What follows belongs to an exercise in optimizing a design on an open flow for a short achievable clock period and few clock cycles per item; a production flow would make more cautious choices. Only simulation tests tie the RTL to the original design; equivalence was not proved.

--- design/flow/design.v ---
module shx_engine (
    input  wire        clk,
    input  wire        rst,
    input  wire        start,
    input  wire [16:0] held_len,
    output wire        ready,
    output wire        blk_rd_en,
    output wire [14:0] blk_rd_addr,
    input  wire [31:0] blk_rd_data,
    output wire        out_we,
    output wire [13:0] out_waddr,
    output wire [3:0]  out_wstrb,
    output wire [31:0] out_wdata,
    output wire        out_re,
    output wire [13:0] out_raddr,
    input  wire [31:0] out_rdata,
    output reg         done,
    output reg  [1:0]  verdict
);
    localparam [1:0] V_OK = 2'd0, V_MAL = 2'd1, V_CRC = 2'd2;
    localparam [3:0] S_IDLE = 4'd0,  S_HDR  = 4'd1,  S_H1   = 4'd2,  S_H2  = 4'd3,
                     S_MUL  = 4'd4,  S_H3   = 4'd5,  S_P1   = 4'd6,  S_P2  = 4'd7,
                     S_P3   = 4'd8,  S_LITW = 4'd9,  S_END  = 4'd10, S_FIN = 4'd11,
                     S_FIN2 = 4'd12, S_MAL  = 4'd13;
    localparam [1:0] K_LIT = 2'd0, K_REP = 2'd1, K_UPF = 2'd2, K_UPS = 2'd3;
    integer i;
    function [31:0] c32b(input [31:0] c, input [7:0] b);
        integer j;
        begin
            c = c ^ {24'd0, b};
            for (j = 0; j < 8; j = j + 1)
                c = c[0] ? ((c >> 1) ^ 32'h82F63B78) : (c >> 1);
            c32b = c;
        end
    endfunction
    function [15:0] c16b(input [15:0] c, input [7:0] b);
        integer j;
        begin
            c = c ^ {b, 8'd0};
            for (j = 0; j < 8; j = j + 1)
                c = c[15] ? ((c << 1) ^ 16'h1021) : (c << 1);
            c16b = c;
        end
    endfunction
    reg [3:0] state;
    reg       ready_r;
    assign ready = ready_r;
    reg         a_req;
    reg  [14:0] a_addr;
    reg         a_v1, a_dv;
    reg  [31:0] a_din;
    reg  [255:0] a_f;
    reg  [3:0]  a_cnt;
    reg  [14:0] a_ra;
    reg         a_on;
    reg  [1:0]  q_l;           
    assign blk_rd_en   = a_req;
    assign blk_rd_addr = a_addr;
    wire [3:0] a_infl  = {3'd0, a_req} + {3'd0, a_v1} + {3'd0, a_dv};
    wire       a_issue = a_on && ((a_cnt + a_infl) < 4'd8);
    reg         b_req;
    reg  [13:0] b_addr;
    reg         b_v1, b_dv;
    reg  [31:0] b_din;
    reg  [255:0] b_f;
    reg  [3:0]  b_cnt;
    reg  [14:0] b_ra;
    reg         b_on;
    assign out_re    = b_req;
    assign out_raddr = b_addr;
    wire [3:0] b_infl  = {3'd0, b_req} + {3'd0, b_v1} + {3'd0, b_dv};
    wire       b_issue = b_on && ((b_cnt + b_infl) < 4'd8);
    reg  [31:0] h0, h1, h2, h3, h4;
    reg  [15:0] h_chk;
    reg  [2:0]  hk;
    reg  [15:0] crc16;
    reg  [16:0] held;
    reg         bad;
    reg  [15:0] hw;
    reg  [32:0] orig_p32;
    reg  [21:0] acc;
    reg  [2:0]  mi;
    reg  [16:0] d1;            
    reg  [17:0] d2;            
    reg         f1, f2;        
    reg  [31:0] crc_exp;
    reg  [17:0] rq0;           
    reg  [16:0] orig_m1;
    wire [15:0] f_dots  = h1[15:0];
    wire [7:0]  f_lines = h1[23:16];
    wire [7:0]  f_bpd   = h1[31:24];
    wire [7:0]  f_flags = h0[31:24];
    reg  [18:0] wbits;
    reg         bpd_ok;
    always @* begin
        bpd_ok = 1'b1;
        case (f_bpd)
            8'd1: wbits = {3'd0, f_dots};
            8'd2: wbits = {2'd0, f_dots, 1'b0};
            8'd4: wbits = {1'd0, f_dots, 2'b0};
            8'd6: wbits = {1'd0, f_dots, 2'b0} + {2'd0, f_dots, 1'b0};
            8'd8: wbits = {f_dots, 3'b0};
            default: begin
                wbits  = 19'd0;
                bpd_ok = 1'b0;
            end
        endcase
    end
    reg  [16:0] pp;            
    reg  [17:0] rem_p;         
    reg  [17:0] rem_q;         
    reg  [1:0]  t_op;
    reg  [5:0]  t_lc;
    reg  [7:0]  t_b1, t_b2, t_b3;
    reg  [1:0]  t_hl;
    reg  [16:0] t_nm1;         
    reg  [7:0]  t_rep;
    reg  [17:0] rq_h;          
    reg  [17:0] rq_h1;         
    reg  [17:0] t_d;
    reg         t_fast;
    reg         c_v;
    reg  [1:0]  c_k;
    reg  [16:0] c_e;
    reg  [16:0] c_el;
    reg  [7:0]  c_rep;
    reg  [16:0] c_s;
    reg         e_act;
    reg  [1:0]  e_k;
    reg  [16:0] p;
    reg  [16:0] e_e;
    reg  [14:0] e_lw;
    reg  [1:0]  e_ll;
    reg  [7:0]  e_rep;
    reg  [16:0] s;
    reg  [1:0]  ph;
    reg         we_r;
    reg  [13:0] wa_r;
    reg  [3:0]  ws_r;
    reg  [31:0] wd_r;
    assign out_we    = we_r;
    assign out_waddr = wa_r;
    assign out_wstrb = ws_r;
    assign out_wdata = wd_r;
    reg         k_v;           
    reg  [2:0]  k_n;
    reg  [31:0] k_d;
    reg         t1_v;
    reg  [2:0]  t1_n;
    reg  [31:0] t1_d;
    reg  [31:0] crc32;
    reg         crc_eq;
    wire [63:0] a_win = a_f[63:0];
    wire [63:0] b_win = b_f[63:0];
    reg  [31:0] a_sh;          
    always @* begin
        case (q_l)
            2'd0: a_sh = a_win[31:0];
            2'd1: a_sh = a_win[39:8];
            2'd2: a_sh = a_win[47:16];
            default: a_sh = a_win[55:24];
        endcase
    end
    wire        src_b = (e_k == K_UPF);
    wire [1:0]  sl    = src_b ? s[1:0] : q_l;
    wire [3:0]  avail = src_b ? b_cnt : a_cnt;
    wire [63:0] win   = src_b ? b_win : a_win;
    wire [1:0]  pl    = p[1:0];
    wire        lastw = (p[16:2] == e_lw);
    wire [1:0]  hi    = lastw ? e_ll : 2'd3;
    wire [1:0]  span  = hi - pl;
    wire [2:0]  send  = {1'b0, sl} + {1'b0, span};
    wire        has   = send[2] ? (avail >= 4'd2) : (avail != 4'd0);
    wire        slow_last = lastw && (pl == e_ll);
    wire step_cp = e_act && ((e_k == K_REP) || (((e_k == K_LIT) || (e_k == K_UPF)) && has));
    wire step_sl = e_act && (e_k == K_UPS) && (ph == 2'd3);
    wire fin_now = (step_cp && lastw) || (step_sl && slow_last);
    wire e_free  = !e_act || fin_now;
    wire load    = c_v && e_free;
    wire pop_e   = step_cp && (e_k != K_REP) && (send >= 3'd3);
    wire [1:0] sl_nx = send[1:0] + 2'd1;
    reg  [31:0] src_sh;
    always @* begin
        case (sl)
            2'd0: src_sh = win[31:0];
            2'd1: src_sh = win[39:8];
            2'd2: src_sh = win[47:16];
            default: src_sh = win[55:24];
        endcase
    end
    wire [2:0]  rot = 3'd4 + {1'b0, sl} - {1'b0, pl};
    wire [95:0] rv  = {win, 32'd0};
    reg  [31:0] rot_w;
    always @* begin
        case (rot)
            3'd1: rot_w = rv[39:8];
            3'd2: rot_w = rv[47:16];
            3'd3: rot_w = rv[55:24];
            3'd4: rot_w = rv[63:32];
            3'd5: rot_w = rv[71:40];
            3'd6: rot_w = rv[79:48];
            default: rot_w = rv[87:56];
        endcase
    end
    reg [7:0] slow_b;
    always @* begin
        case (s[1:0])
            2'd0: slow_b = b_din[7:0];
            2'd1: slow_b = b_din[15:8];
            2'd2: slow_b = b_din[23:16];
            default: slow_b = b_din[31:24];
        endcase
    end
    wire [3:0] smask = (4'b1111 << pl) & (4'b1111 >> (2'd3 - hi));
    wire [7:0] tb    = a_sh[7:0];
    wire [1:0] tb_hl = (tb[5:0] < 6'd62) ? 2'd1 : (tb[5:0] == 6'd62) ? 2'd2 : 2'd3;
    wire [2:0] tb_k  = {1'b0, tb_hl} + ((tb[7:6] == 2'd1) ? 3'd1 : 3'd0);
    wire [2:0] tb_e  = {1'b0, q_l} + tb_k;
    wire p1_go  = (state == S_P1) && (rem_p != 18'd0) && (rem_q != 18'd0) && (a_cnt >= 4'd2);
    wire pop_p  = p1_go && tb_e[2];
    wire pop_h  = (state == S_HDR) && (a_cnt != 4'd0);
    wire a_pop  = pop_p || pop_h || (pop_e && (e_k == K_LIT));
    wire b_pop  = pop_e && (e_k == K_UPF);
    wire [17:0] p3_el  = {1'b0, pp} + {1'b0, t_nm1};
    wire [17:0] p3_e   = {1'b0, pp} + {1'b0, t_nm1} + 18'd1;
    wire [17:0] p3_s   = {1'b0, pp} - t_d;
    wire [17:0] p3_rp  = rem_p + {1'b1, ~t_nm1};
    wire [17:0] p3_rql = rq_h + {1'b1, ~t_nm1};
    wire p3_bad = rq_h[17] || p3_rp[17] ||
                  ((t_op == 2'd0) && p3_rql[17]) ||
                  ((t_op == 2'd1) && rq_h1[17]) ||
                  (t_op[1] && p3_s[17]);
    wire [31:0] t_1 = c32b(32'd0, t1_d[7:0]);
    wire [31:0] t_2 = c32b(t_1, t1_d[15:8]);
    wire [31:0] t_3 = c32b(t_2, t1_d[23:16]);
    wire [31:0] t_4 = c32b(t_3, t1_d[31:24]);
    reg  [31:0] dterm;
    reg  [2:0]  dn;
    reg         dv;
    wire [31:0] l_1 = c32b(crc32, 8'd0);
    wire [31:0] l_2 = c32b(l_1, 8'd0);
    wire [31:0] l_3 = c32b(l_2, 8'd0);
    wire [31:0] l_4 = c32b(l_3, 8'd0);
    wire [15:0] h16_1 = c16b(crc16, a_win[7:0]);
    wire [15:0] h16_2 = c16b(h16_1, a_win[15:8]);
    wire [15:0] h16_3 = c16b(h16_2, a_win[23:16]);
    wire [15:0] h16_4 = c16b(h16_3, a_win[31:24]);
    always @(posedge clk) begin
        a_din <= blk_rd_data;
        b_din <= out_rdata;
        if (rst) begin
            state   <= S_IDLE;
            ready_r <= 1'b1;
            done    <= 1'b0;
            verdict <= V_OK;
            a_req   <= 1'b0;
            a_v1    <= 1'b0;
            a_dv    <= 1'b0;
            a_cnt   <= 4'd0;
            a_on    <= 1'b0;
            b_req   <= 1'b0;
            b_v1    <= 1'b0;
            b_dv    <= 1'b0;
            b_cnt   <= 4'd0;
            b_on    <= 1'b0;
            c_v     <= 1'b0;
            e_act   <= 1'b0;
            we_r    <= 1'b0;
            k_v     <= 1'b0;
            t1_v    <= 1'b0;
            dv      <= 1'b0;
        end else begin
            done <= 1'b0;
            a_v1 <= a_req;
            a_dv <= a_v1;
            if (a_issue) begin
                a_req  <= 1'b1;
                a_addr <= a_ra;
                a_ra   <= a_ra + 15'd1;
            end else begin
                a_req  <= 1'b0;
            end
            for (i = 0; i < 8; i = i + 1) begin
                if (a_dv && (a_cnt - {3'd0, a_pop}) == i)
                    a_f[32*i +: 32] <= a_din;
                else if (a_pop && i < 7)
                    a_f[32*i +: 32] <= a_f[32*(i+1) +: 32];
            end
            a_cnt <= a_cnt - {3'd0, a_pop} + {3'd0, a_dv};
            b_v1 <= b_req;
            b_dv <= b_v1;
            if (b_issue) begin
                b_req  <= 1'b1;
                b_addr <= b_ra[13:0];
                b_ra   <= b_ra + 15'd1;
            end else if (e_act && e_k == K_UPS && ph == 2'd0) begin
                b_req  <= 1'b1;
                b_addr <= s[15:2];
            end else begin
                b_req  <= 1'b0;
            end
            for (i = 0; i < 8; i = i + 1) begin
                if (b_dv && (b_cnt - {3'd0, b_pop}) == i)
                    b_f[32*i +: 32] <= b_din;
                else if (b_pop && i < 7)
                    b_f[32*i +: 32] <= b_f[32*(i+1) +: 32];
            end
            b_cnt <= b_cnt - {3'd0, b_pop} + {3'd0, b_dv};
            we_r <= step_cp || step_sl;
            k_v  <= step_cp || step_sl;
            wa_r <= p[15:2];
            if (e_k == K_UPS) begin
                ws_r <= 4'b0001 << pl;
                wd_r <= {4{slow_b}};
                k_d  <= {24'd0, slow_b};
                k_n  <= 3'd1;
            end else begin
                ws_r <= smask;
                wd_r <= (e_k == K_REP) ? {4{e_rep}} : rot_w;
                k_d  <= (e_k == K_REP) ? {4{e_rep}} : src_sh;
                k_n  <= {1'b0, span} + 3'd1;
            end
            if (step_cp) begin
                p <= lastw ? e_e : {p[16:2] + 15'd1, 2'b00};
                if (e_k == K_LIT)
                    q_l <= sl_nx;
                else
                    s[1:0] <= sl_nx;
            end
            if (e_act && e_k == K_UPS) begin
                ph <= ph + 2'd1;
                if (step_sl) begin
                    p <= p + 17'd1;
                    s <= s + 17'd1;
                end
            end
            if (fin_now)
                e_act <= 1'b0;
            if (fin_now && e_k == K_UPF)
                b_on <= 1'b0;
            if (load) begin
                c_v   <= 1'b0;
                e_act <= 1'b1;
                e_k   <= c_k;
                e_e   <= c_e;
                e_lw  <= c_el[16:2];
                e_ll  <= c_el[1:0];
                e_rep <= c_rep;
                s     <= c_s;
                ph    <= 2'd0;
                if (c_k == K_UPF) begin
                    b_on  <= 1'b1;
                    b_ra  <= c_s[16:2];
                    b_cnt <= 4'd0;
                    b_v1  <= 1'b0;
                    b_dv  <= 1'b0;
                    b_req <= 1'b0;
                end
            end
            t1_v <= k_v;
            t1_n <= k_n;
            t1_d <= k_d;
            dv   <= t1_v;
            dn   <= t1_n;
            case (t1_n)
                3'd1: dterm <= t_1;
                3'd2: dterm <= t_2;
                3'd3: dterm <= t_3;
                default: dterm <= t_4;
            endcase
            if (dv) begin
                case (dn)
                    3'd1: crc32 <= l_1 ^ dterm;
                    3'd2: crc32 <= l_2 ^ dterm;
                    3'd3: crc32 <= l_3 ^ dterm;
                    default: crc32 <= l_4 ^ dterm;
                endcase
            end
            case (state)
                S_IDLE: begin
                    if (start) begin
                        ready_r <= 1'b0;
                        held    <= held_len;
                        a_on    <= 1'b1;
                        a_ra    <= 15'd1;
                        a_cnt   <= 4'd0;
                        a_req   <= 1'b1;
                        a_addr  <= 15'd0;
                        a_v1    <= 1'b0;
                        a_dv    <= 1'b0;
                        q_l     <= 2'd0;
                        hk      <= 3'd0;
                        crc16   <= 16'hFFFF;
                        crc32   <= 32'hFFFFFFFF;
                        p       <= 17'd0;
                        pp      <= 17'd0;
                        state   <= S_HDR;
                    end
                end
                S_HDR: if (pop_h) begin
                    hk <= hk + 3'd1;
                    case (hk)
                        3'd0: h0 <= a_win[31:0];
                        3'd1: h1 <= a_win[31:0];
                        3'd2: h2 <= a_win[31:0];
                        3'd3: h3 <= a_win[31:0];
                        3'd4: h4 <= a_win[31:0];
                        3'd7: h_chk <= a_win[31:16];
                        default: ;
                    endcase
                    if (hk == 3'd7) begin
                        crc16 <= h16_2;
                        state <= S_H1;
                    end else begin
                        crc16 <= h16_4;
                    end
                end
                S_H1: begin
                    bad <= (crc16 != h_chk) || (h0[15:0] != 16'h5853) || (h0[23:16] != 8'h01) ||
                           (f_flags[7:2] != 6'd0) || (f_dots == 16'd0) ||
                           (f_lines == 8'd0) || (f_lines > 8'd32) || !bpd_ok ||
                           (wbits[2:0] != 3'd0) || (h2 > 32'd65536) ||
                           (h3 < 32'd33) || (h3 > {15'd0, held});
                    hw       <= wbits[18:3];
                    orig_p32 <= {1'b0, h2} + 33'd32;
                    acc      <= 22'd0;
                    mi       <= 3'd0;
                    state    <= S_H2;
                end
                S_H2: begin
                    if (f_flags[0] ? ({1'b0, h3} != orig_p32) : ({1'b0, h3} > orig_p32))
                        bad <= 1'b1;
                    d1      <= {1'b0, hw};
                    d2      <= {1'b0, hw, 1'b0};
                    f1      <= (hw >= 16'd64);
                    f2      <= (hw >= 16'd32);
                    rq0     <= {1'b0, h3[16:0]} - 18'd32;
                    orig_m1 <= h2[16:0] - 17'd1;
                    crc_exp <= h4;
                    state   <= S_MUL;
                end
                S_MUL: begin
                    if (f_lines[mi])
                        acc <= acc + ({6'd0, hw} << mi);
                    mi <= mi + 3'd1;
                    if (mi == 3'd5)
                        state <= S_H3;
                end
                S_H3: begin
                    rem_p <= {1'b0, h2[16:0]};
                    rem_q <= rq0;
                    if (bad || (h2[31:22] != 10'd0) || (acc != h2[21:0])) begin
                        state <= S_MAL;
                    end else if (f_flags[0]) begin
                        c_v   <= 1'b1;
                        c_k   <= K_LIT;
                        c_e   <= h2[16:0];
                        c_el  <= orig_m1;
                        state <= S_END;
                    end else begin
                        state <= S_P1;
                    end
                end
                S_P1: begin
                    if (rem_p == 18'd0) begin
                        state <= (rem_q == 18'd0) ? S_END : S_MAL;
                    end else if (rem_q == 18'd0) begin
                        state <= S_MAL;
                    end else if (p1_go) begin
                        t_op  <= tb[7:6];
                        t_lc  <= tb[5:0];
                        t_b1  <= a_sh[15:8];
                        t_b2  <= a_sh[23:16];
                        t_b3  <= a_sh[31:24];
                        t_hl  <= tb_hl;
                        q_l   <= tb_e[1:0];
                        state <= S_P2;
                    end
                end
                S_P2: begin
                    if (t_lc < 6'd62)
                        t_nm1 <= {11'd0, t_lc};
                    else if (t_lc == 6'd62)
                        t_nm1 <= 17'd62 + {9'd0, t_b1};
                    else
                        t_nm1 <= 17'd318 + {1'b0, t_b2, t_b1};
                    t_rep  <= (t_hl == 2'd1) ? t_b1 : (t_hl == 2'd2) ? t_b2 : t_b3;
                    rq_h   <= rem_q - {16'd0, t_hl};
                    rq_h1  <= rem_q - {16'd0, t_hl} - 18'd1;
                    t_d    <= (t_op == 2'd2) ? {1'b0, d1} : d2;
                    t_fast <= (t_op == 2'd2) ? f1 : f2;
                    state  <= S_P3;
                end
                S_P3: begin
                    if (p3_bad) begin
                        state <= S_MAL;
                    end else if (!c_v) begin
                        c_v   <= 1'b1;
                        c_k   <= (t_op == 2'd0) ? K_LIT : (t_op == 2'd1) ? K_REP :
                                 t_fast ? K_UPF : K_UPS;
                        c_e   <= p3_e[16:0];
                        c_el  <= p3_el[16:0];
                        c_rep <= t_rep;
                        c_s   <= p3_s[16:0];
                        pp    <= p3_e[16:0];
                        rem_p <= p3_rp;
                        rem_q <= (t_op == 2'd0) ? p3_rql : (t_op == 2'd1) ? rq_h1 : rq_h;
                        state <= (t_op == 2'd0) ? S_LITW : S_P1;
                    end
                end
                S_LITW: begin
                    if (!c_v && !(e_act && e_k == K_LIT))
                        state <= S_P1;
                end
                S_END: begin
                    if (!c_v && !e_act && !we_r && !k_v && !t1_v && !dv)
                        state <= S_FIN;
                end
                S_FIN: begin
                    crc_eq <= ((crc32 ^ crc_exp) == 32'hFFFFFFFF);
                    state  <= S_FIN2;
                end
                S_FIN2: begin
                    done    <= 1'b1;
                    verdict <= crc_eq ? V_OK : V_CRC;
                    ready_r <= 1'b1;
                    a_on    <= 1'b0;
                    state   <= S_IDLE;
                end
                S_MAL: begin
                    done    <= 1'b1;
                    verdict <= V_MAL;
                    ready_r <= 1'b1;
                    a_on    <= 1'b0;
                    b_on    <= 1'b0;
                    c_v     <= 1'b0;
                    e_act   <= 1'b0;
                    we_r    <= 1'b0;
                    k_v     <= 1'b0;
                    t1_v    <= 1'b0;
                    dv      <= 1'b0;
                    state   <= S_IDLE;
                end
                default: state <= S_IDLE;
            endcase
        end
    end
endmodule
--- design/flow/run.sh ---
#!/bin/bash
# synth_recipe.tcl (not shown) runs the flow's synth.tcl, then flattens the netlist and writes it again
# the make line also repeats each setting of config.mk as NAME=value (left out here)
make -C /OpenROAD-flow-scripts/flow DESIGN_CONFIG=/design/flow/config.mk WORK_HOME=/design/flow/orfs CLKGATE_MAP_FILE= SYNTH_SCRIPT=/design/flow/synth_recipe.tcl finish
--- design/flow/config.mk ---
export PLATFORM = sky130hd
export DESIGN_NAME = shx_engine
export DESIGN_NICKNAME = shx_engine
export VERILOG_FILES = /design/flow/design.v
export SDC_FILE = /design/flow/constraint.sdc
export NUM_CORES = 4
export LEC_CHECK = 0
export CAP_MARGIN = 20
export CORE_MARGIN = 2
export CORE_UTILIZATION = 40
export PLACE_DENSITY = 0.6
export SLEW_MARGIN = 20
--- design/flow/constraint.sdc ---
create_clock -name core_clock -period 10.0 [get_ports {clk}]
set_input_delay 2.0000 -clock core_clock [delete_from_list [all_inputs] [get_ports {clk}]]
set_output_delay 2.0000 -clock core_clock [all_outputs]
set_load 0.01 [all_outputs]
==> results of run 1 <==
## synth_stat cells, types with 49 or more instances
cell / count / share of area (%)
nor2_1: 386 / 1.8
xor2_1: 319 / 3.4
o22ai_1: 55 / 0.42
nand2_1: 578 / 2.6
mux2i_1: 117 / 1.4
inv_1: 261 / 1.2
a21oi_1: 325 / 2.0
xnor2_1: 702 / 7.5
nand3_1: 84 / 0.51
a211oi_1: 61 / 0.56
ha_1: 214 / 3.3
nor4_1: 49 / 0.37
dfxtp_1: 93 / 2.3
nor3_1: 79 / 0.48
edfxtp_1: 1436 / 53
mux2_2: 498 / 6.8
o21ai_0: 322 / 2.0
clkbuf_1: 254 / 1.2
## critical path, stage by stage, from the launching register on
cell,delay (ns)
edfxtp_1,0.50
xor2_1,0.18
nor4_1,0.35
nand4_1,0.47
buf_4,0.38
nor2_1,0.14
xnor2_1,0.25
ha_1,0.23
inv_1,0.05
fa_1,0.39
nand2_1,0.07
o21ai_0,0.15
o21ai_0,0.38
a21oi_1,0.19
nand2_1,0.45
inv_1,0.19
ha_1,0.28
inv_1,0.11
ha_1,0.28
nor2b_1,0.34
nand3_2,0.77
a21oi_4,1.11
## metal layers
metal	GRT usage (%)	wire, um
met1	30.7	102000
met4	10.6	12200
met5	0	98
met3	3.88	16100
met2	33.3	103000
## cells by family after synthesis
family,Yosys count,synth area share (%)
adder cells (fa/ha/maj),229,3.63
buffers and inverters,558,2.62
multiplexers,649,9.19
XOR/XNOR,1135,13.9
flip-flops,1529,54.8
AO/OA/AOI/OAI,1099,8.17
AND/OR/NAND/NOR,1416,7.69
## stage by stage
step	util, %	setup slack, ns	instance area (um2)
2_1_floorplan	-	1.20	82100
3_3_place_gp	42.8	2.66	87300
3_5_place_dp	42.8	2.34	87300
4_1_cts	45.3	2.34	92600
5_1_grt	45.3	1.76	92600
6_report	45.3	2.32	92600
## worst min-delay path by stage
| stage | end | slack (ns) | depth (start not counted) |
|---|---|---|---|
| 2_1_floorplan | c_rep[0] | 0.40 | 0 |
| 6_report | t1_d[24] | 0.41 | 0 |
| 3_3_place_gp | t1_d[0] | 0.40 | 0 |
| 5_1_grt | e_e[5] | 0.42 | 0 |
| 4_1_cts | crc_exp[8] | 0.42 | 0 |
| 3_5_place_dp | crc_exp[13] | 0.40 | 0 |
## final cells by class
class                   instances  area [um2]
inverters                     265        1000
diodes                          9        22.5
clock buffers                 227        4600
well taps                    2688        3360
flip-flops and latches       1529       45000
repair buffers                308        2750
fillers                     18400      112000
multi-input cells            4528       35200
clock inverters                78         653
==> reports/qor.csv, run 1 <==
stage,metric,value,unit
setup_path,crit path capture type,flip-flop,
global_route,pin count of the biggest net entering global routing,175,
clock_network,CTS Buf Count,166,
synth,yosys warns,3,
clock_network,clock tree buffer depth,3,
min_path,startpoint of the worst hold path,k_d[24],
global_route,initial antenna violation count,20,
clock_network,clock tree sinks,1529,
clock_network,Clock H-tree levels,4,
synth,Yosys cell types,80,
setup_path,Crit Reg-Reg Endpoint,b_f[189],
clock_network,TritonCTS clock tree,built,
sta,setup violation total in the final timing report,0,
setup_path,critical path launch point type,flip-flop,
cells_and_area,"most common cell after layout, fill and taps aside",edfxtp_1,
synth,Yosys reg bits,1529,
setup_path,worst endpoint required time,10.43,ns
floorplanning,row count,166,
detailed_routing,DRT antenna net count,0,
setup_path,"critical path fanouts, max",33,
sta,Fin. Hold Viols,0,
synth,Post-synth EDFFs,1436,
clock_network,worst skew pair latency,0.83,ns
cells_and_area,fin cells,9632,
synth,Synth Area per Inst,12.4,um2
floorplanning,IO Pins,170,
synth,register area share after synthesis,54.8,%
clock_network,Post-CTS Setup Repair Bufs,0,
sta,fin. max-slew vios,0,
detailed_routing,vias,52700,
floorplanning,Die Y-Extent,457,um
setup_path,crit path kind,flip-flop to flip-flop,
synth,main flop type after synthesis,edfxtp_1,
synth,"FFs w/ async S/R, synth",0,%
clock_network,Clock Tree Root,clkbuf_16,
min_path,Hold Path Class,flip-flop to flip-flop,
clock_network,clock-pin slew on the worst setup and hold paths,0.06,ns
synth,Gate Count Post-Synth,6615,
detailed_routing,"wirelength, routed",234000,um
setup_path,worst r2r path cells,21,
setup_path,Worst Setup EP,b_f[189],
clock_network,hold buffers post-CTS,0,
cells_and_area,largest registers,"a_f (256), b_f (256), orig_p32 (33)",
global_route,first-pass GRT wire length,346000,um
sta,period utilisation layout,76.8,%
floorplanning,DIE AREA,209000,um2
synth,synthesized area,82100,um2
floorplanning,die outline width,457,um
cells_and_area,Area Growth Syn to Fin,12.8,%
global_route,gr usage total,22.1,%
global_route,number of global-route vias before repair,51500,
clock_network,CTS resizes,0,
cells_and_area,layout cells sized above 1,14.9,%
sta,worst slew pin tran,1.19,ns
placed_design,port bufs,169,
setup_path,r2r startpoint,p[10],
detailed_routing,Iter 0 DRT Violations,5388,
placed_design,RD Place Congestion,0.936,
sta,Worst slew margin,19.9,%
sta,RSZ-0062 raised after global routing,no,
sta,final period demand of the worst path,7.68,ns
floorplanning,core area,204000,um2
cells_and_area,most frequent cells in the layout,"1436 x edfxtp_1, 702 x xnor2_1, 577 x nand2_1",
global_route,grt ovf,0,
placed_design,DP Cell Count,9318,
sta,skew final,0.0447,ns
detailed_routing,Detailed Routing Iterations Pass 1,6,
setup_path,r2r setup slk,2.32,ns
detailed_routing,Vias/cell,5.47,
cells_and_area,"Net count, final",7111,
sta,hold_ws,0.413,ns
placed_design,DP Wirelength,171000,um
detailed_routing,drt drc,0,
floorplanning,Initial Util,40.2,%
detailed_routing,drt wl/cell,24.3,um
sta,Setup TNS Final,0,ns
sta,Fmax achieved,130,MHz
outcome,status,finished clean,
flow_run,Max-Cap Viols,0,
synth,"Net Count, Synth",6928,
setup_path,CP startpoint,p[10],
setup_path,critical path arrival,8.10,ns
Testbench counts, summed over its fixed seeds: cycles 520,686, out bytes 2,053,632.
==> inputs of run 2 (changes only) <==
--- a/design/flow/design.v
+++ b/design/flow/design.v
@@ -50,5 +50,5 @@
     reg         a_v1, a_dv;
     reg  [31:0] a_din;
-    reg  [255:0] a_f;
+    reg  [191:0] a_f;
     reg  [3:0]  a_cnt;
     reg  [14:0] a_ra;
@@ -58,10 +58,10 @@
     assign blk_rd_addr = a_addr;
     wire [3:0] a_infl  = {3'd0, a_req} + {3'd0, a_v1} + {3'd0, a_dv};
-    wire       a_issue = a_on && ((a_cnt + a_infl) < 4'd8);
+    wire       a_issue = a_on && ((a_cnt + a_infl) < 4'd6);
     reg         b_req;
     reg  [13:0] b_addr;
     reg         b_v1, b_dv;
     reg  [31:0] b_din;
-    reg  [255:0] b_f;
+    reg  [191:0] b_f;
     reg  [3:0]  b_cnt;
     reg  [14:0] b_ra;
@@ -70,6 +70,8 @@
     assign out_raddr = b_addr;
     wire [3:0] b_infl  = {3'd0, b_req} + {3'd0, b_v1} + {3'd0, b_dv};
-    wire       b_issue = b_on && ((b_cnt + b_infl) < 4'd8);
-    reg  [31:0] h0, h1, h2, h3, h4;
+    wire       b_issue = b_on && ((b_cnt + b_infl) < 4'd6);
+    reg         h0_ok;         
+    reg         h_raw;
+    reg  [31:0] h1, h2, h3;
     reg  [15:0] h_chk;
     reg  [2:0]  hk;
@@ -80,7 +82,10 @@
     reg  [32:0] orig_p32;
     reg  [21:0] acc;
+    reg  [21:0] hw_sh;
+    reg  [5:0]  ln_sh;
     reg  [2:0]  mi;
     reg  [16:0] d1;            
     reg  [17:0] d2;            
+    reg  [17:0] d1m4, d2m4;    
     reg         f1, f2;        
     reg  [31:0] crc_exp;
@@ -90,5 +95,4 @@
     wire [7:0]  f_lines = h1[23:16];
     wire [7:0]  f_bpd   = h1[31:24];
-    wire [7:0]  f_flags = h0[31:24];
     reg  [18:0] wbits;
     reg         bpd_ok;
@@ -110,4 +114,5 @@
     reg  [17:0] rem_p;         
     reg  [17:0] rem_q;         
+    reg         bad_r;         
     reg  [1:0]  t_op;
     reg  [5:0]  t_lc;
@@ -118,18 +123,25 @@
     reg  [17:0] rq_h;          
     reg  [17:0] rq_h1;         
-    reg  [17:0] t_d;
+    reg  [17:0] t_d, t_dm4;
     reg         t_fast;
+    reg  [1:0]  prev_up;       
     reg         c_v;
     reg  [1:0]  c_k;
-    reg  [16:0] c_e;
-    reg  [16:0] c_el;
+    reg         c_cont;        
+    reg  [14:0] c_pw;
+    reg  [1:0]  c_pl;
+    reg  [14:0] c_wrem;
+    reg         c_lw;
+    reg  [1:0]  c_ll;
     reg  [7:0]  c_rep;
     reg  [16:0] c_s;
+    reg  [14:0] c_sw1;
     reg         e_act;
     reg  [1:0]  e_k;
-    reg  [16:0] p;
-    reg  [16:0] e_e;
-    reg  [14:0] e_lw;
-    reg  [1:0]  e_ll;
+    reg  [14:0] pw;            
+    reg  [1:0]  pl;            
+    reg  [14:0] wrem;          
+    reg         lw_r;          
+    reg  [1:0]  e_ll;          
     reg  [7:0]  e_rep;
     reg  [16:0] s;
@@ -151,4 +163,7 @@
     reg  [31:0] crc32;
     reg         crc_eq;
+    reg  [31:0] dterm;
+    reg  [2:0]  dn;
+    reg         dv;
     wire [63:0] a_win = a_f[63:0];
     wire [63:0] b_win = b_f[63:0];
@@ -166,16 +181,14 @@
     wire [3:0]  avail = src_b ? b_cnt : a_cnt;
     wire [63:0] win   = src_b ? b_win : a_win;
-    wire [1:0]  pl    = p[1:0];
-    wire        lastw = (p[16:2] == e_lw);
-    wire [1:0]  hi    = lastw ? e_ll : 2'd3;
+    wire [1:0]  hi    = lw_r ? e_ll : 2'd3;
     wire [1:0]  span  = hi - pl;
     wire [2:0]  send  = {1'b0, sl} + {1'b0, span};
     wire        has   = send[2] ? (avail >= 4'd2) : (avail != 4'd0);
-    wire        slow_last = lastw && (pl == e_ll);
     wire step_cp = e_act && ((e_k == K_REP) || (((e_k == K_LIT) || (e_k == K_UPF)) && has));
     wire step_sl = e_act && (e_k == K_UPS) && (ph == 2'd3);
-    wire fin_now = (step_cp && lastw) || (step_sl && slow_last);
+    wire fin_now = (step_cp && lw_r) || (step_sl && lw_r && (pl == e_ll));
     wire e_free  = !e_act || fin_now;
     wire load    = c_v && e_free;
+    wire nxt_w   = (step_cp && !lw_r) || (step_sl && !lw_r && (pl == 2'd3));
     wire pop_e   = step_cp && (e_k != K_REP) && (send >= 3'd3);
     wire [1:0] sl_nx = send[1:0] + 2'd1;
@@ -217,12 +230,14 @@
     wire [2:0] tb_k  = {1'b0, tb_hl} + ((tb[7:6] == 2'd1) ? 3'd1 : 3'd0);
     wire [2:0] tb_e  = {1'b0, q_l} + tb_k;
-    wire p1_go  = (state == S_P1) && (rem_p != 18'd0) && (rem_q != 18'd0) && (a_cnt >= 4'd2);
+    wire p1_go  = (state == S_P1) && !bad_r && (rem_p != 18'd0) && (rem_q != 18'd0) &&
+                  (a_cnt >= 4'd2);
     wire pop_p  = p1_go && tb_e[2];
     wire pop_h  = (state == S_HDR) && (a_cnt != 4'd0);
     wire a_pop  = pop_p || pop_h || (pop_e && (e_k == K_LIT));
     wire b_pop  = pop_e && (e_k == K_UPF);
-    wire [17:0] p3_el  = {1'b0, pp} + {1'b0, t_nm1};
+    wire [16:0] p3_x   = {15'd0, pp[1:0]} + t_nm1;
     wire [17:0] p3_e   = {1'b0, pp} + {1'b0, t_nm1} + 18'd1;
     wire [17:0] p3_s   = {1'b0, pp} - t_d;
+    wire [17:0] p3_s4  = {1'b0, pp} - t_dm4;
     wire [17:0] p3_rp  = rem_p + {1'b1, ~t_nm1};
     wire [17:0] p3_rql = rq_h + {1'b1, ~t_nm1};
@@ -235,7 +250,4 @@
     wire [31:0] t_3 = c32b(t_2, t1_d[23:16]);
     wire [31:0] t_4 = c32b(t_3, t1_d[31:24]);
-    reg  [31:0] dterm;
-    reg  [2:0]  dn;
-    reg         dv;
     wire [31:0] l_1 = c32b(crc32, 8'd0);
     wire [31:0] l_2 = c32b(l_1, 8'd0);
@@ -281,8 +293,8 @@
                 a_req  <= 1'b0;
             end
-            for (i = 0; i < 8; i = i + 1) begin
+            for (i = 0; i < 6; i = i + 1) begin
                 if (a_dv && (a_cnt - {3'd0, a_pop}) == i)
                     a_f[32*i +: 32] <= a_din;
-                else if (a_pop && i < 7)
+                else if (a_pop && i < 5)
                     a_f[32*i +: 32] <= a_f[32*(i+1) +: 32];
             end
@@ -300,8 +312,8 @@
                 b_req  <= 1'b0;
             end
-            for (i = 0; i < 8; i = i + 1) begin
+            for (i = 0; i < 6; i = i + 1) begin
                 if (b_dv && (b_cnt - {3'd0, b_pop}) == i)
                     b_f[32*i +: 32] <= b_din;
-                else if (b_pop && i < 7)
+                else if (b_pop && i < 5)
                     b_f[32*i +: 32] <= b_f[32*(i+1) +: 32];
             end
@@ -309,5 +321,5 @@
             we_r <= step_cp || step_sl;
             k_v  <= step_cp || step_sl;
-            wa_r <= p[15:2];
+            wa_r <= pw[13:0];
             if (e_k == K_UPS) begin
                 ws_r <= 4'b0001 << pl;
@@ -321,6 +333,13 @@
                 k_n  <= {1'b0, span} + 3'd1;
             end
+            if (nxt_w) begin
+                pw   <= pw + 15'd1;
+                pl   <= 2'd0;
+                wrem <= wrem - 15'd1;
+                lw_r <= (wrem == 15'd1);
+            end else if (step_sl) begin
+                pl   <= pl + 2'd1;
+            end
             if (step_cp) begin
-                p <= lastw ? e_e : {p[16:2] + 15'd1, 2'b00};
                 if (e_k == K_LIT)
                     q_l <= sl_nx;
@@ -330,8 +349,6 @@
             if (e_act && e_k == K_UPS) begin
                 ph <= ph + 2'd1;
-                if (step_sl) begin
-                    p <= p + 17'd1;
+                if (step_sl)
                     s <= s + 17'd1;
-                end
             end
             if (fin_now)
@@ -343,7 +360,9 @@
                 e_act <= 1'b1;
                 e_k   <= c_k;
-                e_e   <= c_e;
-                e_lw  <= c_el[16:2];
-                e_ll  <= c_el[1:0];
+                pw    <= c_pw;
+                pl    <= c_pl;
+                wrem  <= c_wrem;
+                lw_r  <= c_lw;
+                e_ll  <= c_ll;
                 e_rep <= c_rep;
                 s     <= c_s;
@@ -351,9 +370,12 @@
                 if (c_k == K_UPF) begin
                     b_on  <= 1'b1;
-                    b_ra  <= c_s[16:2];
-                    b_cnt <= 4'd0;
-                    b_v1  <= 1'b0;
-                    b_dv  <= 1'b0;
-                    b_req <= 1'b0;
+                    if (!c_cont) begin
+                        b_req  <= 1'b1;
+                        b_addr <= c_s[15:2];
+                        b_ra   <= c_sw1;
+                        b_cnt  <= 4'd0;
+                        b_v1   <= 1'b0;
+                        b_dv   <= 1'b0;
+                    end
                 end
             end
@@ -383,8 +405,8 @@
                         held    <= held_len;
                         a_on    <= 1'b1;
-                        a_ra    <= 15'd1;
-                        a_cnt   <= 4'd0;
                         a_req   <= 1'b1;
                         a_addr  <= 15'd0;
+                        a_ra    <= 15'd1;
+                        a_cnt   <= 4'd0;
                         a_v1    <= 1'b0;
                         a_dv    <= 1'b0;
@@ -393,6 +415,7 @@
                         crc16   <= 16'hFFFF;
                         crc32   <= 32'hFFFFFFFF;
-                        p       <= 17'd0;
                         pp      <= 17'd0;
+                        bad_r   <= 1'b0;
+                        prev_up <= 2'd0;
                         state   <= S_HDR;
                     end
@@ -401,9 +424,13 @@
                     hk <= hk + 3'd1;
                     case (hk)
-                        3'd0: h0 <= a_win[31:0];
+                        3'd0: begin
+                            h0_ok <= (a_win[15:0] == 16'h5853) && (a_win[23:16] == 8'h01) &&
+                                     (a_win[31:26] == 6'd0);
+                            h_raw <= a_win[24];
+                        end
                         3'd1: h1 <= a_win[31:0];
                         3'd2: h2 <= a_win[31:0];
                         3'd3: h3 <= a_win[31:0];
-                        3'd4: h4 <= a_win[31:0];
+                        3'd4: crc_exp <= a_win[31:0];
                         3'd7: h_chk <= a_win[31:16];
                         default: ;
@@ -417,10 +444,11 @@
                 end
                 S_H1: begin
-                    bad <= (crc16 != h_chk) || (h0[15:0] != 16'h5853) || (h0[23:16] != 8'h01) ||
-                           (f_flags[7:2] != 6'd0) || (f_dots == 16'd0) ||
+                    bad <= (crc16 != h_chk) || !h0_ok || (f_dots == 16'd0) ||
                            (f_lines == 8'd0) || (f_lines > 8'd32) || !bpd_ok ||
                            (wbits[2:0] != 3'd0) || (h2 > 32'd65536) ||
                            (h3 < 32'd33) || (h3 > {15'd0, held});
                     hw       <= wbits[18:3];
+                    hw_sh    <= {3'd0, wbits[18:0]} >> 3;
+                    ln_sh    <= f_lines[5:0];
                     orig_p32 <= {1'b0, h2} + 33'd32;
                     acc      <= 22'd0;
@@ -429,19 +457,22 @@
                 end
                 S_H2: begin
-                    if (f_flags[0] ? ({1'b0, h3} != orig_p32) : ({1'b0, h3} > orig_p32))
+                    if (h_raw ? ({1'b0, h3} != orig_p32) : ({1'b0, h3} > orig_p32))
                         bad <= 1'b1;
                     d1      <= {1'b0, hw};
                     d2      <= {1'b0, hw, 1'b0};
+                    d1m4    <= {2'd0, hw} - 18'd4;
+                    d2m4    <= {1'b0, hw, 1'b0} - 18'd4;
                     f1      <= (hw >= 16'd64);
                     f2      <= (hw >= 16'd32);
                     rq0     <= {1'b0, h3[16:0]} - 18'd32;
                     orig_m1 <= h2[16:0] - 17'd1;
-                    crc_exp <= h4;
                     state   <= S_MUL;
                 end
                 S_MUL: begin
-                    if (f_lines[mi])
-                        acc <= acc + ({6'd0, hw} << mi);
-                    mi <= mi + 3'd1;
+                    if (ln_sh[0])
+                        acc <= acc + hw_sh;
+                    hw_sh <= hw_sh << 1;
+                    ln_sh <= ln_sh >> 1;
+                    mi    <= mi + 3'd1;
                     if (mi == 3'd5)
                         state <= S_H3;
@@ -452,10 +483,14 @@
                     if (bad || (h2[31:22] != 10'd0) || (acc != h2[21:0])) begin
                         state <= S_MAL;
-                    end else if (f_flags[0]) begin
-                        c_v   <= 1'b1;
-                        c_k   <= K_LIT;
-                        c_e   <= h2[16:0];
-                        c_el  <= orig_m1;
-                        state <= S_END;
+                    end else if (h_raw) begin
+                        c_v    <= 1'b1;
+                        c_k    <= K_LIT;
+                        c_cont <= 1'b0;
+                        c_pw   <= 15'd0;
+                        c_pl   <= 2'd0;
+                        c_wrem <= orig_m1[16:2];
+                        c_lw   <= (orig_m1[16:2] == 15'd0);
+                        c_ll   <= orig_m1[1:0];
+                        state  <= S_END;
                     end else begin
                         state <= S_P1;
@@ -463,5 +498,7 @@
                 end
                 S_P1: begin
-                    if (rem_p == 18'd0) begin
+                    if (bad_r) begin
+                        state <= S_MAL;
+                    end else if (rem_p == 18'd0) begin
                         state <= (rem_q == 18'd0) ? S_END : S_MAL;
                     end else if (rem_q == 18'd0) begin
@@ -489,26 +526,34 @@
                     rq_h1  <= rem_q - {16'd0, t_hl} - 18'd1;
                     t_d    <= (t_op == 2'd2) ? {1'b0, d1} : d2;
+                    t_dm4  <= (t_op == 2'd2) ? d1m4 : d2m4;
                     t_fast <= (t_op == 2'd2) ? f1 : f2;
                     state  <= S_P3;
                 end
                 S_P3: begin
-                    if (p3_bad) begin
-                        state <= S_MAL;
-                    end else if (!c_v) begin
-                        c_v   <= 1'b1;
-                        c_k   <= (t_op == 2'd0) ? K_LIT : (t_op == 2'd1) ? K_REP :
-                                 t_fast ? K_UPF : K_UPS;
-                        c_e   <= p3_e[16:0];
-                        c_el  <= p3_el[16:0];
-                        c_rep <= t_rep;
-                        c_s   <= p3_s[16:0];
-                        pp    <= p3_e[16:0];
-                        rem_p <= p3_rp;
-                        rem_q <= (t_op == 2'd0) ? p3_rql : (t_op == 2'd1) ? rq_h1 : rq_h;
-                        state <= (t_op == 2'd0) ? S_LITW : S_P1;
+                    if (!c_v) begin
+                        c_v    <= 1'b1;
+                        c_k    <= (t_op == 2'd0) ? K_LIT : (t_op == 2'd1) ? K_REP :
+                                  t_fast ? K_UPF : K_UPS;
+                        c_cont <= t_op[1] && t_fast && (prev_up == t_op);
+                        c_pw   <= pp[16:2];
+                        c_pl   <= pp[1:0];
+                        c_wrem <= p3_x[16:2];
+                        c_lw   <= (p3_x[16:2] == 15'd0);
+                        c_ll   <= p3_x[1:0];
+                        c_rep  <= t_rep;
+                        c_s    <= p3_s[16:0];
+                        c_sw1  <= p3_s4[16:2];
+                        prev_up <= (t_op[1] && t_fast) ? t_op : 2'd0;
+                        bad_r  <= p3_bad;
+                        pp     <= p3_e[16:0];
+                        rem_p  <= p3_rp;
+                        rem_q  <= (t_op == 2'd0) ? p3_rql : (t_op == 2'd1) ? rq_h1 : rq_h;
+                        state  <= (t_op == 2'd0) ? S_LITW : S_P1;
                     end
                 end
                 S_LITW: begin
-                    if (!c_v && !(e_act && e_k == K_LIT))
+                    if (bad_r)
+                        state <= S_MAL;
+                    else if (!c_v && !(e_act && e_k == K_LIT))
                         state <= S_P1;
                 end
==> run 2 against run 1 <==
Synthesized cell count shrank 1.4%. Hold slack improved by 0.0036 ns. Via count fell by 1.8%. Final cell count fell by 2.0%. Count of clock-buffer cells in the layout decreased by 23. Non-clock buffer count decreased by 16. Die area shrank 4.4%. Worst setup slack gained 0.24 ns. Core utilization is 0.19 points higher. Largest cell class unchanged. Highest routed layer is now met4.
==> reports/qor.csv, run 2 <==
stage,metric,value,unit,change
cells_and_area,Area Growth Syn to Fin,13.2,%,was 12.8%
global_route,initial antenna violation count,15,,was 20
synth,Post-synth EDFFs,1318,,was 1436
floorplanning,core area,195000,um2,was 204000 um2
placed_design,port bufs,169,,unchanged
clock_network,Post-CTS Setup Repair Bufs,0,,unchanged
cells_and_area,layout cells sized above 1,12.9,%,was 14.9%
synth,cell taking the most area after synthesis,edfxtp_1,,unchanged
synth,Synth area leaders,"edfxtp_1 50%, xnor2_1 7.8%, mux2_2 5.4%, xor2_1 3.8%, ha_1 3.7%",,"was edfxtp_1 53%, xnor2_1 7.5%, mux2_2 6.8%, xor2_1 3.4%, ha_1 3.3%"
global_route,pin count of the biggest net entering global routing,187,,was 175
setup_path,worst endpoint required time,10.42,ns,was 10.43 ns
clock_network,clock tree sinks,1411,,was 1529
clock_network,worst skew pair latency,0.82,ns,was 0.83 ns
synth,Yosys cell types,83,,was 80
setup_path,critical path arrival,7.86,ns,was 8.10 ns
detailed_routing,Vias/cell,5.48,,was 5.47
sta,Worst slew margin,16.2,%,was 19.9%
detailed_routing,drt drc,0,,unchanged
synth,synthesized area,78500,um2,was 82100 um2
setup_path,critical path launch point type,flip-flop,,unchanged
floorplanning,Initial Util,40.2,%,about the same
clock_network,hold buffers post-CTS,0,,unchanged
synth,area fraction of the dominant cell type after synthesis,50.4,%,was 52.5%
clock_network,Clock Tree Root,clkbuf_16,,unchanged
clock_network,clock tree buffer depth,3,,unchanged
detailed_routing,drt wl/cell,24.2,um,was 24.3 um
global_route,grt ovf,0,,unchanged
detailed_routing,Detailed Routing Iterations Pass 1,8,,was 6
placed_design,"Cell Area, Placed",83400,um2,was 87300 um2
min_path,Hold Path Class,flip-flop to flip-flop,,unchanged
synth,Synth Area per Inst,12.0,um2,was 12.4 um2
sta,Fin. Hold Viols,0,,unchanged
cells_and_area,"Net count, final",7020,,was 7111
synth,main flop type after synthesis,edfxtp_1,,unchanged
clock_network,TritonCTS clock tree,built,,unchanged
global_route,number of global-route vias before repair,50800,,was 51.5k
floorplanning,die outline width,447,um,was 457 um
sta,Setup TNS Final,0,ns,unchanged
sta,skew final,0.0411,ns,was 0.0447 ns
detailed_routing,Iter 0 DRT Violations,5455,,was 5388
setup_path,"critical path fanouts, max",65,,was 33
cells_and_area,Final Instance Area,88800,um2,was 92600 um2
sta,fin. max-slew vios,0,,unchanged
flow_run,Max-Cap Viols,0,,unchanged
floorplanning,Die Y-Extent,447,um,was 457 um
synth,"FFs w/ async S/R, synth",0,%,unchanged
outcome,status,finished clean,,unchanged
clock_network,CTS Buf Count,155,,was 166
sta,period utilisation layout,74.4,%,was 76.8%
detailed_routing,vias,51700,,was 52.7k
floorplanning,IO Pins,170,,unchanged
sta,Fmax achieved,134,MHz,was 130 MHz
sta,worst slew pin tran,1.25,ns,was 1.19 ns
cells_and_area,"most common cell after layout, fill and taps aside",edfxtp_1,,unchanged
clock_network,Clock H-tree levels,4,,unchanged
sta,RSZ-0062 raised after global routing,no,,unchanged
setup_path,crit path capture type,flip-flop,,unchanged
cells_and_area,largest registers,"a_f (192), b_f (192), orig_p32 (33)",,"was a_f (256), b_f (256), orig_p32 (33)"
synth,Post-synth top cells,"1318 x edfxtp_1, 702 x xnor2_1, 507 x nand2_1",,"was 1436 x edfxtp_1, 702 x xnor2_1, 578 x nand2_1"
global_route,first-pass GRT wire length,338000,um,was 346000 um
placed_design,DP Wirelength,165000,um,was 171000 um
synth,most frequent cell after synthesis,edfxtp_1,,unchanged
synth,"Net Count, Synth",6861,,was 6928
floorplanning,DIE AREA,200000,um2,was 209000 um2
sta,final period demand of the worst path,7.44,ns,was 7.68 ns
clock_network,clock-pin slew on the worst setup and hold paths,0.06,ns,about the same
detailed_routing,"wirelength, routed",228000,um,was 234000 um
clock_network,CTS resizes,0,,unchanged
floorplanning,row count,162,,was 166
synth,register area share after synthesis,52.8,%,was 54.8%
cells_and_area,most frequent cells in the layout,"1318 x edfxtp_1, 702 x xnor2_1, 506 x nand2_1",,"was 1436 x edfxtp_1, 702 x xnor2_1, 577 x nand2_1"
sta,setup violation total in the final timing report,0,,unchanged
setup_path,crit path kind,flip-flop to flip-flop,,unchanged
synth,yosys warns,3,,unchanged
detailed_routing,DRT antenna net count,0,,unchanged
placed_design,RD Place Congestion,0.959,,was 0.936
global_route,gr usage total,22.7,%,was 22.1%
synth,Yosys reg bits,1411,,was 1529
cells_and_area,fillcell total,17700,,was 18.4k
synth,Gate Count Post-Synth,6524,,was 6615
==> run 2: kinds of logic after synthesis <==
| family | count (synthesis) | synth area share (%) |
|---|---|---|
| multiplexers | 532 | 7.80 |
| flip-flops | 1411 | 52.8 |
| AND/OR/NAND/NOR | 1481 | 8.60 |
| AO/OA/AOI/OAI | 1100 | 8.55 |
| XOR/XNOR | 1167 | 15.2 |
| buffers and inverters | 579 | 2.84 |
| adder cells (fa/ha/maj) | 254 | 4.22 |
==> run 2: final timing paths <==
check	slack [ns]	start	to	cells past startpoint
setup / recovery	2.56	e_k[1]	b_f[76]	21
hold / removal	0.42	k_d[0]	t1_d[0]	0
setup reg to reg	2.56	e_k[1]	b_f[76]	21
hold reg to reg	0.42	k_d[0]	t1_d[0]	0
==> run 2: worst max-delay path: stages, from the launching register on <==
cell,delay [ns]
edfxtp_1,0.33
buf_4,0.49
nor2b_4,0.27
buf_4,0.74
nor2_1,0.12
a21oi_2,0.14
buf_4,0.34
fa_1,0.29
a21oi_1,0.08
nand4_1,0.12
nand3_1,0.11
a41oi_1,0.54
nand3_1,0.40
inv_1,0.29
ha_1,0.24
ha_1,0.20
nand2b_1,0.08
mux2i_1,0.15
nand3_1,0.18
inv_1,0.14
nand3_2,0.67
a21oi_4,1.08
==> run 2: layout make-up <==
type	instances	area, um2	share of cell area [%]
Antenna cell	9	22.5	0.0254
Timing Repair Buffer	292	2650	2.99
Clock inverter	81	997	1.12
Tap cell	2624	3280	3.70
Multi-Input combinational cell	4534	35000	39.4
Clock buffer	204	4290	4.83
Inverter	289	1090	1.23
Sequential cell	1411	41400	46.7
==> run 2: layer usage <==
metal / vias up / global-route usage (%) / wire (um)
li1: 23900 / - / -
met1: 25500 / 30.9 / 97300
met5: - / 0 / 0
met4: 0 / 10.5 / 11200
met2: 1939 / 35.6 / 104000
met3: 449 / 3.41 / 15600
==> run 2: per-stage QoR <==
stage          hold slack, ns  setup slack (ns)  util (%)  std cells
3_3_place_gp            0.401              2.78      42.8       9147
2_1_floorplan           0.400              1.30         -       6524
5_1_grt                 0.420              1.94      45.5       9436
3_5_place_dp            0.405              2.64      42.8       9147
6_report                0.417              2.56      45.5       9444
4_1_cts                 0.418              2.63      45.5       9432
Testbench counts of run 2, summed over its fixed seeds: cycles 519,427, out bytes 2,053,632.
==> inputs of run 3 (changes only) <==
--- a/design/flow/config.mk
+++ b/design/flow/config.mk
@@ -6,7 +6,9 @@
 export NUM_CORES = 4
 export LEC_CHECK = 0
+export ABC_CLOCK_PERIOD_IN_PS = 2500
 export CAP_MARGIN = 20
 export CORE_MARGIN = 2
-export CORE_UTILIZATION = 40
-export PLACE_DENSITY = 0.6
+export CORE_UTILIZATION = 55
+export PLACE_DENSITY = 0.7
+export SETUP_SLACK_MARGIN = 5
 export SLEW_MARGIN = 20
==> run 3 against run 2 <==
Sequential share of layout area decreased by 2.0 points. Highest routed layer is now met5. Global-route usage grew 8.3 points. Final area grew 4.6%. Synthesized cell count stayed put. Worst setup slack improved by 2.2 ns. Still clean on timing, DRC and antenna.
==> reports/qor.csv, run 3 <==
stage,metric,value,unit,change
placed_design,port bufs,169,,unchanged
setup_path,worst endpoint required time,10.50,ns,was 10.42 ns
sta,final period demand of the worst path,5.22,ns,was 7.44 ns
global_route,pin count of the biggest net entering global routing,114,,was 187
synth,Post-synth EDFFs,1318,,unchanged
synth,area fraction of the dominant cell type after synthesis,50.4,%,unchanged
synth,main flop type after synthesis,edfxtp_1,,unchanged
synth,Yosys reg bits,1411,,unchanged
floorplanning,DIE AREA,146000,um2,was 200000 um2
placed_design,DP Wirelength,159000,um,was 165000 um
setup_path,critical path arrival,5.71,ns,was 7.86 ns
clock_network,Clock H-tree levels,4,,unchanged
floorplanning,core area,142000,um2,was 195000 um2
sta,worst slew pin tran,1.13,ns,was 1.25 ns
sta,Setup TNS Final,0,ns,unchanged
detailed_routing,Iter 0 DRT Violations,6258,,was 5455
clock_network,clock tree buffer depth,3,,unchanged
detailed_routing,Detailed Routing Iterations Pass 1,10,,was 8
floorplanning,IO Pins,170,,unchanged
global_route,initial antenna violation count,18,,was 15
cells_and_area,"Net count, final",7305,,was 7020
synth,yosys warns,3,,unchanged
detailed_routing,Vias/cell,6.05,,was 5.48
global_route,first-pass GRT wire length,337000,um,was 338000 um
global_route,number of global-route vias before repair,52200,,was 50.8k
synth,Synth area leaders,"edfxtp_1 50%, xnor2_1 7.8%, mux2_2 5.4%, xor2_1 3.8%, ha_1 3.7%",,unchanged
cells_and_area,Area Growth Syn to Fin,18.3,%,was 13.2%
setup_path,crit path kind,flip-flop to flip-flop,,unchanged
setup_path,"critical path fanouts, max",5,,was 65
synth,synthesized area,78500,um2,unchanged
cells_and_area,largest registers,"a_f (192), b_f (192), orig_p32 (33)",,unchanged
synth,"Net Count, Synth",6861,,unchanged
synth,Yosys cell types,83,,unchanged
sta,fin. max-slew vios,0,,unchanged
floorplanning,Initial Util,55.4,%,was 40.2%
floorplanning,die outline width,382,um,was 447 um
sta,Fin. Hold Viols,0,,unchanged
synth,most frequent cell after synthesis,edfxtp_1,,unchanged
sta,Worst slew margin,24.5,%,was 16.2%
synth,Synth Area per Inst,12.0,um2,unchanged
detailed_routing,DRT antenna net count,0,,unchanged
setup_path,r2r startpoint,crc32[3],,was e_k[1]
sta,Fmax achieved,192,MHz,was 134 MHz
clock_network,clock-pin slew on the worst setup and hold paths,0.06,ns,about the same
floorplanning,Die Y-Extent,382,um,was 447 um
synth,"FFs w/ async S/R, synth",0,%,unchanged
floorplanning,row count,138,,was 162
cells_and_area,layout cells sized above 1,19.4,%,was 12.9%
clock_network,TritonCTS clock tree,built,,unchanged
clock_network,worst skew pair latency,0.81,ns,was 0.82 ns
global_route,grt ovf,0,,unchanged
detailed_routing,drt drc,0,,unchanged
detailed_routing,vias,54400,,was 51.7k
clock_network,hold buffers post-CTS,0,,unchanged
sta,RSZ-0062 raised after global routing,yes,,was no
outcome,status,finished clean,,unchanged
synth,cell taking the most area after synthesis,edfxtp_1,,unchanged
synth,register area share after synthesis,52.8,%,unchanged
global_route,gr usage total,31.0,%,was 22.7%
sta,period utilisation layout,52.2,%,was 74.4%
cells_and_area,"most common cell after layout, fill and taps aside",edfxtp_1,,unchanged
cells_and_area,most frequent cells in the layout,"1318 x edfxtp_1, 608 x xnor2_1, 504 x nand2_1",,"was 1318 x edfxtp_1, 702 x xnor2_1, 506 x nand2_1"
placed_design,RD Place Congestion,0.970,,was 0.959
setup_path,crit path capture type,flip-flop,,unchanged
clock_network,Clock Tree Root,clkbuf_16,,unchanged
detailed_routing,"wirelength, routed",232000,um,was 228000 um
sta,skew final,0.0420,ns,was 0.0411 ns
min_path,Hold Path Class,flip-flop to flip-flop,,unchanged
clock_network,clock tree sinks,1411,,unchanged
synth,Post-synth top cells,"1318 x edfxtp_1, 702 x xnor2_1, 507 x nand2_1",,unchanged
setup_path,critical path launch point type,flip-flop,,unchanged
detailed_routing,drt wl/cell,25.8,um,was 24.2 um
sta,setup violation total in the final timing report,0,,unchanged
setup_path,CP startpoint,crc32[3],,was e_k[1]
flow_run,Max-Cap Viols,0,,unchanged
synth,Gate Count Post-Synth,6524,,unchanged
min_path,startpoint of the worst hold path,k_d[10],,was k_d[0]
clock_network,CTS Buf Count,152,,was 155
-- run 3: logic make-up after synthesis --
family / after synthesis / synth area share [%]
simple gates: 1481 / 8.60
xor+xnor: 1167 / 15.2
flops: 1411 / 52.8
buf+inv: 579 / 2.84
compound gates: 1100 / 8.55
mux: 532 / 7.80
fa+ha+maj: 254 / 4.22
-- run 3: worst paths after layout --
check                    to  slack (ns)  depth (start not counted)
hold reg to reg    t1_d[10]        0.42                          0
hold / removal     t1_d[10]        0.42                          0
setup / recovery  crc32[15]        4.78                         19
setup reg to reg  crc32[15]        4.78                         19
-- run 3: layout make-up --
| cell class | count | area (um2) |
|---|---|---|
| well taps | 1890 | 2360 |
| multi-input cells | 4539 | 37400 |
| fillers | 10400 | 48700 |
| diodes | 10 | 25.0 |
| clock buffers | 198 | 4180 |
| clock inverters | 81 | 816 |
| flip-flops and latches | 1411 | 41400 |
| repair buffers | 575 | 5560 |
| inverters | 289 | 1100 |
-- run 3: repair_timing --
item	in CTS	in global routing
hold endpoints to repair	0	0
endpoints found under the setup margin	942	660
pin swaps	82	97
setup buffers	172	101
gates resized for setup	224	160
gates cloned	9	9
-- run 3: routing by layer --
metal | vias up | share of wire, % | track usage [%]
met5 | - | 0.036 | 0
met4 | 12 | 5.7 | 15.9
met3 | 659 | 8.9 | 5.77
met2 | 2705 | 46 | 48.1
met1 | 26600 | 39 | 41.8
li1 | 24400 | - | -
-- run 3: critical path, cell delays in order, from the launching register on --
cell and delay (ns):
edfxtp_1 0.37, buf_4 0.19, buf_12 0.15, xnor2_4 0.15
xor3_2 0.50, buf_4 0.20, xnor3_1 0.35, xnor3_2 0.51
xnor2_4 0.28, xor3_2 0.49, xnor3_2 0.45, buf_4 0.16
buf_4 0.15, xnor2_4 0.19, xor2_1 0.21, o22ai_2 0.15
xor2_1 0.16, nand2_1 0.08, o21ai_0 0.11, nand2_1 0.07
-- run 3: through the flow --
stage,instance area [um2],cells,utilization (%),worst slack (ns),hold WS [ns]
floorplan,78600,6524,-,3.74,0.400
detailed placement,82600,8412,58.3,2.68,0.405
global route,92800,8983,65.6,4.66,0.422
finish,92800,8993,65.6,4.78,0.416
global placement,82500,8410,58.3,2.93,0.401
CTS,90700,8872,64.1,5.00,0.418

-- separate check: timing with driven ports --
No port has a modelled driver above. Below, the same layouts with a new extraction and two added sets of constraints. Step 1 assumes that a clkbuf_16 drives the clock port and a buf_2 every other input. Step 2 also shifts input and output timing later by t, the mid clock arrival at the registers, as if the neighbouring blocks saw the same clock. a / b / c = ideal / step 1 / step 2; a / b = the first two.
run | t, ns | setup slack, ns | worst data-port slew with drivers (ns)
run 1 | 0.901 | 2.321 / 2.321 / 2.321 | 0.06
run 2 | 0.885 | 2.559 / 2.559 / 2.559 | 0.05
run 3 | 0.871 | 4.784 / 4.784 / 4.784 | 0.04
After both steps setup and hold are still met in every run listed.
